Source: an optimization exercise on an open RTL-to-GDS flow (aim: small area, a short achievable clock period and few clock cycles per item). Production flows keep margins and buffers that such runs may drop.
In this exercise RTL edits were held to simulation tests only and were not proved equivalent to the original.

## flow/design.v

```verilog
module whl_pid (
    input  wire               clk,
    input  wire               rst,        
    input  wire               start,
    output wire               ready,
    output reg                done,
    input  wire               mode,       
    input  wire               dmode,      
    input  wire               first,      
    input  wire signed [31:0] r,
    input  wire signed [31:0] y,
    input  wire signed [31:0] x,
    input  wire signed [31:0] fric,
    input  wire signed [31:0] cog,
    input  wire signed [31:0] kp,
    input  wire signed [31:0] ki,
    input  wire signed [31:0] kd,
    input  wire        [15:0] df,
    input  wire signed [31:0] kb,
    input  wire signed [31:0] kff,
    input  wire signed [31:0] kx,
    input  wire signed [31:0] umin,
    input  wire signed [31:0] umax,
    input  wire signed [47:0] i_in,
    input  wire signed [47:0] d_in,
    input  wire signed [31:0] e_prev,
    input  wire signed [31:0] y_prev,
    output reg  signed [31:0] us,
    output reg  signed [31:0] u,
    output reg  signed [47:0] i_out,
    output reg  signed [47:0] d_out,
    output reg  signed [31:0] e_out
);
    localparam [3:0] S_IDLE = 4'd0,
                     S_P    = 4'd1,
                     S_I    = 4'd2,
                     S_KD   = 4'd3,
                     S_DFL  = 4'd4,
                     S_DFH  = 4'd5,
                     S_FF   = 4'd6,
                     S_X    = 4'd7,
                     S_U    = 4'd8,
                     S_B    = 4'd9;
    reg [3:0] state;
    assign ready = (state == S_IDLE);
    function signed [31:0] sat32_from66;
        input signed [65:0] v;
        begin
            if (v > 66'sd2147483647)
                sat32_from66 = 32'sh7fffffff;
            else if (v < -66'sd2147483648)
                sat32_from66 = 32'sh80000000;
            else
                sat32_from66 = v[31:0];
        end
    endfunction
    function signed [47:0] sat48_from66;
        input signed [65:0] v;
        begin
            if (v > 66'sd140737488355327)
                sat48_from66 = 48'sh7fffffffffff;
            else if (v < -66'sd140737488355328)
                sat48_from66 = 48'sh800000000000;
            else
                sat48_from66 = v[47:0];
        end
    endfunction
    wire signed [31:0] ep = first ? 32'sd0 : e_prev;
    wire signed [31:0] yp = first ? y       : y_prev;
    wire signed [31:0] e_now  = sat32_from66({{34{r[31]}}, r} - {{34{y[31]}}, y});
    wire signed [31:0] dx_err = sat32_from66({{34{e_now[31]}}, e_now} - {{34{ep[31]}}, ep});
    wire signed [31:0] dx_meas= sat32_from66({{34{yp[31]}}, yp} - {{34{y[31]}}, y});
    reg  signed [31:0] e_r;
    reg  signed [31:0] dx_r;
    reg  signed [32:0] ma;
    reg  signed [32:0] mb;
    wire signed [65:0] prod = ma * mb;
    reg  signed [67:0] acc;      
    reg  signed [47:0] i1_r;     
    reg  signed [64:0] z_r;      
    reg  signed [65:0] dfl_r;    
    reg  signed [32:0] du_r;     
    wire signed [32:0] df33 = {17'd0, df};
    always @(*) begin
        ma = 33'sd0;
        mb = 33'sd0;
        case (state)
            S_P:   begin ma = {kp[31],  kp};  mb = {e_r[31], e_r};  end
            S_I:   begin ma = {ki[31],  ki};  mb = {e_r[31], e_r};  end
            S_KD:  begin ma = {kd[31],  kd};  mb = {dx_r[31], dx_r}; end
            S_DFL: begin ma = df33;           mb = {1'b0, z_r[31:0]}; end
            S_DFH: begin ma = df33;           mb = z_r[64:32];       end
            S_FF:  begin ma = {kff[31], kff}; mb = {r[31], r};      end
            S_X:   begin ma = {kx[31],  kx};  mb = {x[31], x};      end
            S_B:   begin ma = {kb[31],  kb};  mb = du_r;            end
            default: ;
        endcase
    end
    wire signed [65:0] i_sum  = {{18{i_in[47]}}, i_in} + prod;
    wire signed [47:0] i1_now = sat48_from66(i_sum);
    wire signed [81:0] df_full = ({{16{prod[65]}}, prod} <<< 32)
                               + {{16{dfl_r[65]}}, dfl_r};
    wire signed [81:0] df_rnd  = (df_full + 82'sd32768) >>> 16;
    wire signed [65:0] d_sum   = {{18{d_in[47]}}, d_in} + df_rnd[65:0];
    wire signed [47:0] d_now   = sat48_from66(d_sum);
    wire signed [67:0] acc_rnd = (acc + 68'sd32768) >>> 16;
    wire signed [31:0] u_now   = (acc_rnd > 68'sd2147483647)  ? 32'sh7fffffff :
                                 (acc_rnd < -68'sd2147483648) ? 32'sh80000000 :
                                 acc_rnd[31:0];
    function signed [31:0] clamp;
        input signed [31:0] v;
        input signed [31:0] lo;
        input signed [31:0] hi;
        reg   signed [31:0] t;
        begin
            t = (v > hi) ? hi : v;
            clamp = (t < lo) ? lo : t;
        end
    endfunction
    wire signed [31:0] us_now = clamp(u_now, umin, umax);
    wire signed [65:0] ib_sum = {{18{i1_r[47]}}, i1_r} + prod;
    wire signed [47:0] ib_now = sat48_from66(ib_sum);
    always @(posedge clk) begin
        if (rst) begin
            state <= S_IDLE;
            done  <= 1'b0;
        end else begin
            done <= 1'b0;
            case (state)
                S_IDLE: begin
                    if (start) begin
                        if (mode) begin
                            u     <= r;
                            us    <= clamp(r, umin, umax);
                            i_out <= i_in;
                            d_out <= d_in;
                            e_out <= e_prev;
                            done  <= 1'b1;
                        end else begin
                            e_r   <= e_now;
                            dx_r  <= dmode ? dx_meas : dx_err;
                            state <= S_P;
                        end
                    end
                end
                S_P: begin
                    acc   <= {{2{prod[65]}}, prod} + {{36{fric[31]}}, fric}
                                          + {{36{cog[31]}},  cog};
                    state <= S_I;
                end
                S_I: begin
                    i1_r  <= i1_now;
                    acc   <= acc + {{20{i1_now[47]}}, i1_now};
                    state <= S_KD;
                end
                S_KD: begin
                    z_r   <= {prod[65], prod[63:0]} - {{17{d_in[47]}}, d_in};
                    state <= S_DFL;
                end
                S_DFL: begin
                    dfl_r <= prod;
                    state <= S_DFH;
                end
                S_DFH: begin
                    d_out <= d_now;
                    acc   <= acc + {{20{d_now[47]}}, d_now};
                    state <= S_FF;
                end
                S_FF: begin
                    acc   <= acc + {{2{prod[65]}}, prod};
                    state <= S_X;
                end
                S_X: begin
                    acc   <= acc + {{2{prod[65]}}, prod};
                    state <= S_U;
                end
                S_U: begin
                    u     <= u_now;
                    us    <= us_now;
                    du_r  <= {us_now[31], us_now} - {u_now[31], u_now};
                    state <= S_B;
                end
                S_B: begin
                    i_out <= ib_now;
                    e_out <= e_r;
                    done  <= 1'b1;
                    state <= S_IDLE;
                end
                default: state <= S_IDLE;
            endcase
        end
    end
endmodule
```

## flow/constraint.sdc

```tcl
create_clock -name core_clock -period 25.0 [get_ports {clk}]
set_input_delay 5.0000 -clock core_clock [delete_from_list [all_inputs] [get_ports {clk}]]
set_output_delay 5.0000 -clock core_clock [all_outputs]
set_load 0.01 [all_outputs]
```

## flow/run.sh

```bash
#!/bin/bash
# synth_recipe.tcl (not shown) runs the flow's synth.tcl, then flattens the netlist and writes it again
# the make line also repeats each setting of config.mk as NAME=value (left out here)
make -C /OpenROAD-flow-scripts/flow DESIGN_CONFIG=/design/flow/config.mk WORK_HOME=/design/flow/orfs CLKGATE_MAP_FILE= SYNTH_SCRIPT=/design/flow/synth_recipe.tcl finish
```

## flow/config.mk

```make
export PLATFORM = sky130hd
export DESIGN_NAME = whl_pid
export DESIGN_NICKNAME = whl_pid
export VERILOG_FILES = /design/flow/design.v
export SDC_FILE = /design/flow/constraint.sdc
export NUM_CORES = 4
export LEC_CHECK = 0
export CAP_MARGIN = 20
export CORE_MARGIN = 2
export CORE_UTILIZATION = 40
export PLACE_DENSITY = 0.6
export SLEW_MARGIN = 20
```

==> notes.md <==
- Initial antenna violation count: 36
- CTS root buf: clkbuf_16
- DIE WIDTH: 502 um
- Row count: 182
- Fraction of layout cells with a size suffix above 1: 0.0717
- Yosys top cell area share: 0.241
- First-iteration detailed-routing DRC count: 11.1k
- Setup ws final: 981 ps
- Final worst-path cycle share: 0.961
- First-pass GRT wire length: 687 mm
- Total die area: 252000 sq um
- Syn Nets: 14.5k
- Hold Startpoint: e_r[23]$_DFFE_PP_
- Ports: 792
- Clock skew: 81.5 ps
- Max Slew Vio Count: 0
- Drt via density: 5.96
- CTS tree: built
- Overall Global Routing Usage: 0.380
- Total core area: 246000 sq um
- Worst min-delay path class: register to register
- CP Max Fanout: 22
- Area occupied by registers: 15800 sq um
- Depth of the most critical reg-to-reg path: 73
- Critical path's top delay family: compound AO/OA/AOI/OAI gates
- Area Overhead vs Synth: 17.4%
- Pre-CTS setup slack: 667 ps
- Vias: 95.9k
- Fmax: 41.6 MHz
- Slew margin rel.: 0.134
- Layout Cells excl Fill: 16.1k
- Die height: 502 um
- Final Critical Period: 24020 ps
- Mapped Area: 99300 sq um
- Routed wire length: 487 mm
- Ys flop type: edfxtp_1
- Kind of critical path: input port to register
- Inserted Clock Buffers: 72
- Reg-to-Reg Start: state[1]$_SDFFE_PP0P_
- Per-cell routed wire length: 30.3 um
- Data required, critical path: 25420 ps
- Final hold vios: 0
- RSZ-0062 raised after global routing: false
- Max Cap Viol: 0
- Hold Crit Endpoint: e_out[23]$_DFFE_PP_
- Count leader, synth: inv_1
- Starting density of the core: 0.403
- Detailed Place HPWL: 407 mm
- Gr ovfl total: 0
- Final setup violation count: 0
- Critical Path Max Stage Delay: 680 ps
- Synthesis-stage register bit count: 526
- Worst Tran Pin Value: 1300 ps
- Status: complete, no violations
- Syn Inst Count: 11.8k
- Synth area leaders: fa_1, edfxtp_1, ha_1
- # resized after CTS: 0
- Startpoint Class: input port
- Post-CTS Setup Bufs: 0
- Avg Cell Area, Syn: 8.44 sq um
- Worst r2r dst: acc[62]$_DFFE_PP_
- Yosys warns: 1
- Worst-skew pair later-pin latency: 750 ps
- Port Buffers: 791
- # DRC: 0
- H-tree depth: 3
- Placer Congestion: 1.06
- Worst endpoint data arrival time: 24440 ps
- Commonest cells in the netlist: inv_1, nand2_1, fa_1
- Hold path depth: 2
- Clock transition at path regs: 60 ps
- Distinct cell type count after synthesis: 93
- Number of nets in the layout: 15.4k
- Post-synth ARST share: 0
- Vias in the first global route: 95.6k
- Cell total after placement: 15.9k
- Clock sinks: 526
- Buf+Inv Stages, Crit Path: 9
- Fill count: 24.0k
- Sequential fraction of the synthesis area: 0.159
- Slowest stage cell on the critical path: clkdlybuf4s50_1
- Number of synthesized flops with an enable pin: 521
- Hold-fix buffers, CTS: 0
- First-pass iteration count of the detailed router: 13
- Largest net degree at the start of global routing: 88
- Post-DRT Antenna Nets: 0
- Maximum clock path buffer count: 3
- Multi-input gate area: 75200 sq um
- Reg2reg setup slack: 3450 ps
- Top cell type by total area after synthesis: fa_1
- Setup TNS: 0 ps
- CP Capture Type: register
metal layers:
metal  routed length, um  global-route usage
met5                 142                   0
met4               39800               0.245
met3               50100              0.0889
met2              208000               0.578
met1              189000               0.484
sequential cells by signal, indices dropped and copies added (netlist names):
register and cells:
e_out 32, i_out 48, state 4, done 1, dx_r 32, acc 68
i1_r 48, du_r 33, u 32, us 32, e_r 32, dfl_r 51
z_r 65, d_out 48
worst max-delay path by stage:
| stage | start | to | slack [ps] | cells after the start |
|---|---|---|---|---|
| CTS | r[5] | acc[62]$_DFFE_PP_ | 1320 | 71 |
| global route | r[3] | acc[62]$_DFFE_PP_ | 190 | 75 |
| floorplan | r[3] | acc[66]$_DFFE_PP_ | 2940 | 75 |
| global placement | r[4] | acc[62]$_DFFE_PP_ | 840 | 70 |
| detailed placement | r[5] | acc[62]$_DFFE_PP_ | 670 | 71 |
| finish | r[4] | acc[62]$_DFFE_PP_ | 980 | 70 |
layout make-up:
type	instances	share of cell area
multi-input cells	8923	0.645
flip-flops and latches	526	0.135
repair buffers	1354	0.105
inverters	1809	0.0582
well taps	3312	0.0355
clock buffers	83	0.0158
clock inverters	47	0.00452
diodes	23	0.000494
cells by family (layout without fill, tap and decap cells):
family,Yosys count,after routing,share of synthesized area
xor+xnor,609,609,0.0537
simple gates,3373,3373,0.153
other cells,0,23,0
buf+inv,2313,3293,0.0880
mux,94,94,0.0105
fa+ha+maj,2115,2115,0.357
flops,526,526,0.159
compound gates,2732,2732,0.179
tightest hold or removal path, cell delays in order, from the launching register on:
cell and delay, ps:
edfxtp_1 340, nand2_1 60, nand2_1 50
layout by cell type, fill, tap and decap left out, types with 394 or more instances in the layout:
cell type,n
inv_1,1806
nand2_1,1400
fa_1,1198
ha_1,917
nor2_1,840
a21oi_1,812
clkdlybuf4s50_1,790
buf_4,545
edfxtp_1,521
o21ai_0,493
a21o_1,397
xnor2_1,394
metrics by stage:
| step | hold slack (ps) | cell area (sq um) | util |
|---|---|---|---|
| floorplan | 510 | 99300 | - |
| global placement | 537 | 114000 | 0.463 |
| detailed placement | 526 | 114000 | 0.463 |
| CTS | 554 | 116000 | 0.473 |
| global route | 583 | 117000 | 0.473 |
| finish | 559 | 117000 | 0.473 |
Testbench counts, summed over its fixed seeds: cycles 28,661, items 3,200.

==> static timing again, ports no longer ideal <==
Ports are ideal in the flow. The routed layout listed here was re-timed in OpenROAD. Step 1: set_driving_cell puts a clkbuf_16 on clk and a buf_2 on each other input, an assumption about the parent block. Step 2 times the ports against the registers' clock, not the clock port: input delays grow and output delays shrink by t, the midpoint of the rising clock arrivals with the driver on. a / b / c = ideal ports / drivers / drivers and shift; a / b = the first two.
t, ns: 0.808
slack for setup (ns): 0.981 / 1.053 / 0.245
hold WS [ns]: 0.559 / 0.559 / 0.559
worst register clock-pin slew, ns: 0.08 / 0.08
After both steps this run still meets setup and hold. The setup slack of this run moves by +0.072 ns with the drivers and by -0.736 ns with both steps.
